Context: an optimization exercise on an open-source flow, tuned for small area, a short achievable clock period and few clock cycles. The choices shown serve that exercise and are no tape-out recipe.
Function was checked by simulation only, so behaviour that the tests miss may differ from the original.

==> inputs of tundra <==
// feng_regress
module feng_regress (
    input  wire        clk,
    input  wire        rst,           
    input  wire [1:0]  cfg_method,    
    input  wire [3:0]  cfg_prescale,  
    input  wire        in_valid,
    output wire        in_ready,
    input  wire        in_close,      
    input  wire [47:0] in_stamp,      
    input  wire        in_missed,     
    output reg         out_valid,
    output wire [24:0] out_n,
    output wire [63:0] out_period,    
    output wire [87:0] out_freq,      
    output wire [51:0] out_spread,    
    output wire [63:0] out_min,       
    output wire [63:0] out_max,       
    output reg         out_fallback,
    output reg         out_nosignal,
    output reg         out_lost
);
==> flow/config.mk <==
export PLATFORM = sky130hd
export DESIGN_NAME = feng_regress
export DESIGN_NICKNAME = feng_regress
export VERILOG_FILES = /design/flow/design.v
export SDC_FILE = /design/flow/constraint.sdc
export NUM_CORES = 8
export LEC_CHECK = 0
export CAP_MARGIN = 20
export CORE_MARGIN = 2
export CORE_UTILIZATION = 58
export CTS_BUF_LIST = sky130_fd_sc_hd__clkbuf_16
export CTS_CLUSTER_DIAMETER = 150
export CTS_CLUSTER_SIZE = 18
export PLACE_DENSITY = 0.66
export SLEW_MARGIN = 20
export SYNTH_HIERARCHICAL = 1
export SYNTH_MINIMUM_KEEP_SIZE = 0
==> flow/constraint.sdc <==
create_clock -name core_clock -period 25.0 [get_ports {clk}]
set_input_delay 5.0000 -clock core_clock [delete_from_list [all_inputs] [get_ports {clk}]]
set_output_delay 5.0000 -clock core_clock [all_outputs]
set_load 0.01 [all_outputs]
standard.sh (not shown) runs the stock make flow with config.mk's settings and CLKGATE_MAP_FILE= SYNTH_SCRIPT=/design/flow/synth_recipe.tcl, a recipe that flattens the netlist after the stock synthesis.
==> flow/flow/run.sh <==
#!/bin/bash
set -euo pipefail
MARGIN=$(awk -v p="${FLOW_PERIOD_NS:-25}" 'BEGIN { printf "%.2f", p - 6.5 }')
bash standard.sh synth > synth.log 2>&1
bash standard.sh SETUP_SLACK_MARGIN="$MARGIN" MATCH_CELL_FOOTPRINT=0 \
    "BUFFER_PORTS_ARGS=-buffer_cell sky130_fd_sc_hd__buf_4" finish > layout.log 2>&1
==> garnet: changes against tundra <==
--- a/flow/design.v
+++ b/flow/design.v
@@ -4069,12 +4069,13 @@
     reg  [6:0]   ph, ph_n;
     reg  [7:0]   cnt, cnt_n;
     reg          sb, sb_n;    
     reg          ub, ub_n;    
     reg          sc;          
     reg          sbr;         
+    reg          nb;          
     reg          fb;          
     reg  [24:0]  rn;          
     reg  [66:0]  ru;          
     reg  [93:0]  rw;          
     reg  [49:0]  re;          
     reg  [99:0]  rd;          
@@ -4229,16 +4230,18 @@
     localparam integer NB = 12;
     localparam integer B_U = 0, B_W = 1, B_E = 2, B_D = 3, B_MAX = 4, B_MIN = 5,
                        B_UP = 6, B_N = 7, B_M = 8, B_SQ = 9, B_LLO = 10, B_CW = 11;
     reg  [1:0]    ain_sel;    
     reg           divsh;      
     reg           sqtap;      
+    reg  [NB-1:0] bsel;
+    reg  [1:0]    bgm;        
+    reg           divm;       
+    reg           binv, cin;
     reg  [1:0]    hop;        
     reg  [1:0]    lop;        
-    reg  [99:0]   Bq;         
-    reg           ciq;        
     reg  [1:0]    d_ain;
     reg           d_divsh, d_sqtap, d_divm, d_binv, d_cin;
     reg  [NB-1:0] d_bsel;
     reg  [1:0]    d_bgm, d_hop, d_lop;
     always @(*) begin
         d_ain   = 2'd1;
@@ -4315,12 +4318,17 @@
         cnt     <= cnt_n;
         sb      <= sb_n;
         ub      <= ub_n;
         ain_sel <= d_ain;
         divsh   <= d_divsh;
         sqtap   <= d_sqtap;
+        bsel    <= d_bsel;
+        bgm     <= d_bgm;
+        divm    <= d_divm;
+        binv    <= d_binv;
+        cin     <= d_cin;
         hop     <= d_hop;
         lop     <= d_lop;
     end
     wire        hneg = H[99];
     reg  [99:0] ain;
     always @(*) begin
@@ -4328,59 +4336,43 @@
             2'd0:    ain = 100'd0;
             2'd1:    ain = H;
             2'd2:    ain = {H[98:0], divsh & L[133]};
             default: ain = {H[97:0], sqtap ? L[103:102] : L[133:132]};
         endcase
     end
-    wire [99:0] sum = ain + Bq + {99'd0, ciq};
-    wire        qb  = ~sum[99];
-    wire        hclr = (ph == P_DEC) | (ph == P_CK1C) | (ph == P_CK2B) | (ph == P_RV4) |
-                       (ph == P_RE2) | (ph == P_RC1) | (ph == P_R3A1) | (ph == P_R3B1) |
-                       (((ph == P_RX) | (ph == P_FY)) & (cnt == 8'd103)) |
-                       (ph == P_RSP1) | (ph == P_RND1) | (ph == P_FB) | (ph == P_FMM1) |
-                       (ph == P_FP);
-    wire        hneg_n = ~hclr & ((hop != 2'd0) ? sum[99] : H[99]);    
-    wire        fwd    = (ph == P_RV2) | (ph == P_RE2) | (ph == P_RC1) | (ph == P_R3A1);
-    wire [66:0] ru_n   = (ph == P_SQ) ? {ru[65:0], qb} : ru;
+    wire [99:0] bsrc =
+          ({100{bsel[B_U]}}   & {33'd0, ru})
+        | ({100{bsel[B_W]}}   & {6'd0, rw})
+        | ({100{bsel[B_E]}}   & {50'd0, re})
+        | ({100{bsel[B_D]}}   & rd)
+        | ({100{bsel[B_MAX]}} & {28'd0, rmax})
+        | ({100{bsel[B_MIN]}} & {36'd0, rmin})
+        | ({100{bsel[B_UP]}}  & {57'd0, rup})
+        | ({100{bsel[B_N]}}   & {75'd0, rn})
+        | ({100{bsel[B_M]}}   & {75'd0, rm})
+        | ({100{bsel[B_SQ]}}  & {31'd0, ru, hneg, 1'b1})
+        | ({100{bsel[B_LLO]}} & {35'd0, L[64:0]})
+        | ({100{bsel[B_CW]}}  & cw2);
     wire [99:0] cw2 = {10'd0, cw[10], 7'd0, cw[9], 7'd0, cw[8], 7'd0, cw[7], 7'd0, cw[6], 7'd0,
                        cw[5], 7'd0, cw[4], 7'd0, cw[3], 7'd0, cw[2], 7'd0, cw[1], 7'd0, cw[0],
                        9'd0};
-    wire [99:0] bsrc_n = fwd ? H :
-          ( ({100{d_bsel[B_U]}}   & {33'd0, ru_n})
-          | ({100{d_bsel[B_W]}}   & {6'd0, rw})
-          | ({100{d_bsel[B_E]}}   & {50'd0, re})
-          | ({100{d_bsel[B_D]}}   & rd)
-          | ({100{d_bsel[B_MAX]}} & {28'd0, rmax})
-          | ({100{d_bsel[B_MIN]}} & {36'd0, rmin})
-          | ({100{d_bsel[B_UP]}}  & {57'd0, rup})
-          | ({100{d_bsel[B_N]}}   & {75'd0, rn})
-          | ({100{d_bsel[B_M]}}   & {75'd0, rm})
-          | ({100{d_bsel[B_SQ]}}  & {31'd0, ru_n, hneg_n, 1'b1})
-          | ({100{d_bsel[B_LLO]}} & {35'd0, L[64:0]})
-          | ({100{d_bsel[B_CW]}}  & cw2) );
-    wire        shift_half = ((ph == P_RA) | (ph == P_FBB)) & ~(sb & ub);
-    wire        sbr_nx = (ph == P_R3B1) ? ~L[0] : (ph == P_FMM1) ? ~rd[0] :
-                         shift_half ? sbr_n : sbr;
-    wire        l0_nx  = (lop == 2'd1) ? L[1] : L[0];
-    reg         bgate_n;
+    reg         bgate;
     always @(*) begin
-        case (d_bgm)
-            2'd0:    bgate_n = 1'b1;
-            2'd1:    bgate_n = rn[5'd24 - cnt_n[4:0]];
-            2'd2:    bgate_n = sbr_nx;
-            default: bgate_n = l0_nx;
+        case (bgm)
+            2'd0:    bgate = 1'b1;
+            2'd1:    bgate = nb;
+            2'd2:    bgate = sbr;
+            default: bgate = L[0];
         endcase
     end
-    wire        inv_n = d_divm ? ~hneg_n : d_binv;
-    wire        ci_n  = d_divm ? ~hneg_n : d_cin;
-    wire [99:0] bop_n = bgate_n ? bsrc_n : 100'd0;
-    wire [99:0] bx_n  = inv_n ? ~bop_n : bop_n;
-    always @(posedge clk) begin
-        Bq  <= bx_n;
-        ciq <= ci_n;
-    end
+    wire        inv = divm ? ~hneg : binv;
+    wire        ci  = divm ? ~hneg : cin;
+    wire [99:0] bop = bgate ? bsrc : 100'd0;
+    wire [99:0] bx  = inv ? ~bop : bop;
+    wire [99:0] sum = ain + bx + {99'd0, ci};
+    wire        qb  = ~sum[99];
     always @(posedge clk) begin
         out_valid <= (ph == P_DONE) & ~rst;
         case (hop)
             2'd1:    H <= sum;
             2'd2:    H <= {sum[99], sum[99:1]};
             default: ;
@@ -4388,12 +4380,13 @@
         case (lop)
             2'd1:    L <= {sum[0], L[133:1]};
             2'd2:    L <= {L[132:0], qb};
             2'd3:    L <= {L[131:0], 2'b00};
             default: ;
         endcase
+        nb <= rn[5'd24 - cnt_n[4:0]];
         begin
             case (ph)
             P_IDLE: if (snap) begin
                 rn    <= n_acc;
                 rm    <= n_acc - 25'd1;
                 ru    <= su;
==> raven: changes against tundra <==
--- a/flow/design.v
+++ b/flow/design.v
@@ -4069,12 +4069,13 @@
     reg  [6:0]   ph, ph_n;
     reg  [7:0]   cnt, cnt_n;
     reg          sb, sb_n;    
     reg          ub, ub_n;    
     reg          sc;          
     reg          sbr;         
+    reg          nb;          
     reg          fb;          
     reg  [24:0]  rn;          
     reg  [66:0]  ru;          
     reg  [93:0]  rw;          
     reg  [49:0]  re;          
     reg  [99:0]  rd;          
@@ -4229,16 +4230,18 @@
     localparam integer NB = 12;
     localparam integer B_U = 0, B_W = 1, B_E = 2, B_D = 3, B_MAX = 4, B_MIN = 5,
                        B_UP = 6, B_N = 7, B_M = 8, B_SQ = 9, B_LLO = 10, B_CW = 11;
     reg  [1:0]    ain_sel;    
     reg           divsh;      
     reg           sqtap;      
+    reg  [NB-1:0] bsel;
+    reg  [1:0]    bgm;        
+    reg           divm;       
+    reg           binv, cin;
     reg  [1:0]    hop;        
     reg  [1:0]    lop;        
-    reg  [99:0]   Bq;         
-    reg           ciq;        
     reg  [1:0]    d_ain;
     reg           d_divsh, d_sqtap, d_divm, d_binv, d_cin;
     reg  [NB-1:0] d_bsel;
     reg  [1:0]    d_bgm, d_hop, d_lop;
     always @(*) begin
         d_ain   = 2'd1;
@@ -4315,12 +4318,17 @@
         cnt     <= cnt_n;
         sb      <= sb_n;
         ub      <= ub_n;
         ain_sel <= d_ain;
         divsh   <= d_divsh;
         sqtap   <= d_sqtap;
+        bsel    <= d_bsel;
+        bgm     <= d_bgm;
+        divm    <= d_divm;
+        binv    <= d_binv;
+        cin     <= d_cin;
         hop     <= d_hop;
         lop     <= d_lop;
     end
     wire        hneg = H[99];
     reg  [99:0] ain;
     always @(*) begin
@@ -4328,59 +4336,43 @@
             2'd0:    ain = 100'd0;
             2'd1:    ain = H;
             2'd2:    ain = {H[98:0], divsh & L[133]};
             default: ain = {H[97:0], sqtap ? L[103:102] : L[133:132]};
         endcase
     end
-    wire [99:0] sum = ain + Bq + {99'd0, ciq};
-    wire        qb  = ~sum[99];
-    wire        hclr = (ph == P_DEC) | (ph == P_CK1C) | (ph == P_CK2B) | (ph == P_RV4) |
-                       (ph == P_RE2) | (ph == P_RC1) | (ph == P_R3A1) | (ph == P_R3B1) |
-                       (((ph == P_RX) | (ph == P_FY)) & (cnt == 8'd103)) |
-                       (ph == P_RSP1) | (ph == P_RND1) | (ph == P_FB) | (ph == P_FMM1) |
-                       (ph == P_FP);
-    wire        hneg_n = ~hclr & ((hop != 2'd0) ? sum[99] : H[99]);    
-    wire        fwd    = (ph == P_RV2) | (ph == P_RE2) | (ph == P_RC1) | (ph == P_R3A1);
-    wire [66:0] ru_n   = (ph == P_SQ) ? {ru[65:0], qb} : ru;
+    wire [99:0] bsrc =
+          ({100{bsel[B_U]}}   & {33'd0, ru})
+        | ({100{bsel[B_W]}}   & {6'd0, rw})
+        | ({100{bsel[B_E]}}   & {50'd0, re})
+        | ({100{bsel[B_D]}}   & rd)
+        | ({100{bsel[B_MAX]}} & {28'd0, rmax})
+        | ({100{bsel[B_MIN]}} & {36'd0, rmin})
+        | ({100{bsel[B_UP]}}  & {57'd0, rup})
+        | ({100{bsel[B_N]}}   & {75'd0, rn})
+        | ({100{bsel[B_M]}}   & {75'd0, rm})
+        | ({100{bsel[B_SQ]}}  & {31'd0, ru, hneg, 1'b1})
+        | ({100{bsel[B_LLO]}} & {35'd0, L[64:0]})
+        | ({100{bsel[B_CW]}}  & cw2);
     wire [99:0] cw2 = {10'd0, cw[10], 7'd0, cw[9], 7'd0, cw[8], 7'd0, cw[7], 7'd0, cw[6], 7'd0,
                        cw[5], 7'd0, cw[4], 7'd0, cw[3], 7'd0, cw[2], 7'd0, cw[1], 7'd0, cw[0],
                        9'd0};
-    wire [99:0] bsrc_n = fwd ? H :
-          ( ({100{d_bsel[B_U]}}   & {33'd0, ru_n})
-          | ({100{d_bsel[B_W]}}   & {6'd0, rw})
-          | ({100{d_bsel[B_E]}}   & {50'd0, re})
-          | ({100{d_bsel[B_D]}}   & rd)
-          | ({100{d_bsel[B_MAX]}} & {28'd0, rmax})
-          | ({100{d_bsel[B_MIN]}} & {36'd0, rmin})
-          | ({100{d_bsel[B_UP]}}  & {57'd0, rup})
-          | ({100{d_bsel[B_N]}}   & {75'd0, rn})
-          | ({100{d_bsel[B_M]}}   & {75'd0, rm})
-          | ({100{d_bsel[B_SQ]}}  & {31'd0, ru_n, hneg_n, 1'b1})
-          | ({100{d_bsel[B_LLO]}} & {35'd0, L[64:0]})
-          | ({100{d_bsel[B_CW]}}  & cw2) );
-    wire        shift_half = ((ph == P_RA) | (ph == P_FBB)) & ~(sb & ub);
-    wire        sbr_nx = (ph == P_R3B1) ? ~L[0] : (ph == P_FMM1) ? ~rd[0] :
-                         shift_half ? sbr_n : sbr;
-    wire        l0_nx  = (lop == 2'd1) ? L[1] : L[0];
-    reg         bgate_n;
+    reg         bgate;
     always @(*) begin
-        case (d_bgm)
-            2'd0:    bgate_n = 1'b1;
-            2'd1:    bgate_n = rn[5'd24 - cnt_n[4:0]];
-            2'd2:    bgate_n = sbr_nx;
-            default: bgate_n = l0_nx;
+        case (bgm)
+            2'd0:    bgate = 1'b1;
+            2'd1:    bgate = nb;
+            2'd2:    bgate = sbr;
+            default: bgate = L[0];
         endcase
     end
-    wire        inv_n = d_divm ? ~hneg_n : d_binv;
-    wire        ci_n  = d_divm ? ~hneg_n : d_cin;
-    wire [99:0] bop_n = bgate_n ? bsrc_n : 100'd0;
-    wire [99:0] bx_n  = inv_n ? ~bop_n : bop_n;
-    always @(posedge clk) begin
-        Bq  <= bx_n;
-        ciq <= ci_n;
-    end
+    wire        inv = divm ? ~hneg : binv;
+    wire        ci  = divm ? ~hneg : cin;
+    wire [99:0] bop = bgate ? bsrc : 100'd0;
+    wire [99:0] bx  = inv ? ~bop : bop;
+    wire [99:0] sum = ain + bx + {99'd0, ci};
+    wire        qb  = ~sum[99];
     always @(posedge clk) begin
         out_valid <= (ph == P_DONE) & ~rst;
         case (hop)
             2'd1:    H <= sum;
             2'd2:    H <= {sum[99], sum[99:1]};
             default: ;
@@ -4388,12 +4380,13 @@
         case (lop)
             2'd1:    L <= {sum[0], L[133:1]};
             2'd2:    L <= {L[132:0], qb};
             2'd3:    L <= {L[131:0], 2'b00};
             default: ;
         endcase
+        nb <= rn[5'd24 - cnt_n[4:0]];
         begin
             case (ph)
             P_IDLE: if (snap) begin
                 rn    <= n_acc;
                 rm    <= n_acc - 25'd1;
                 ru    <= su;
==> flow/flow/run.sh (replaced) <==
#!/bin/bash
set -euo pipefail
MARGIN=$(awk -v p="${FLOW_PERIOD_NS:-25}" 'BEGIN { printf "%.2f", p - 6.7 }')
bash standard.sh synth > synth.log 2>&1
bash standard.sh SETUP_SLACK_MARGIN="$MARGIN" MATCH_CELL_FOOTPRINT=0 \
    "BUFFER_PORTS_ARGS=-buffer_cell sky130_fd_sc_hd__buf_4" finish > layout.log 2>&1
==> results.toml <==
[critical_path]
critPathKind = "reg2reg"
rr_endpoint = "hop[1]"

[run_status]
status = "timing/DRC/antenna clean"

[floorplanning]
die_w_um = 506

[finish]
stdcell_count = 17000

[power]
p_clk_mw = 1.81

[synth]
netlist_top_cells_area = "fa_1 (27%), edfxtp_1 (14%), dfxtp_1 (14%), nand2_1 (7.4%), mux4_2 (3.1%)"

[placement]
pre_cts_ws_ns = 17.07
The numbers above come from raven.

==> results.toml <==
[synth]
netlist_top_cells_area = "fa_1 (27%), edfxtp_1 (14%), dfxtp_1 (14%), nand2_1 (7.4%), mux4_2 (3.1%)"

[floorplanning]
die_w_um = 506

[finish]
stdcell_count = 17300

[placement]
pre_cts_ws_ns = 17.68

[run_status]
status = "timing/DRC/antenna clean"
The numbers above come from garnet.

==> results.toml <==
[floorplanning]
die_w_um = 513

[synth]
synth-simple-area-share = 0.147
netlist_top_cells_area = "fa_1 (26%), dfxtp_1 (14%), edfxtp_1 (13%), nand2_1 (7.0%), buf_6 (2.8%)"

[critical_path]
rr_endpoint = "Bq[1]"

[power]
p_clk_mw = 1.90

[finish]
stdcell_count = 17600

[placement]
pre_cts_ws_ns = 15.80

[run_status]
status = "timing/DRC/antenna clean"
The numbers above come from tundra.

Testbench counts of tundra, summed over its fixed seeds: cycles 372,207.
Testbench counts of garnet, summed over its fixed seeds: cycles 372,207.
Testbench counts of raven, summed over its fixed seeds: cycles 372,207.

-- afterwards: timing with drivers on the ports --
Ports are ideal in the flow. The routed layouts listed here were re-timed in OpenROAD. Step 1 assumes that a clkbuf_16 drives the clock port and a buf_2 every other input. Step 2, shift: input delay + t, output delay - t, t = (earliest + latest rising clock arrival at the registers) / 2. This alone moves slack from input paths to output paths. a / b / c = ideal / step 1 / step 2; a / b = the first two.
run	t, ns	setup slack, ns	worst hold slack (ns)
tundra	0.925	18.162 / 18.162 / 18.162	0.334 / 0.334 / 0.334
garnet	0.987	18.323 / 18.202 / 18.463	0.336 / 0.336 / 0.336
raven	0.938	18.209 / 18.132 / 18.209	0.361 / 0.361 / 0.361
After both steps setup and hold are still met in every run listed.
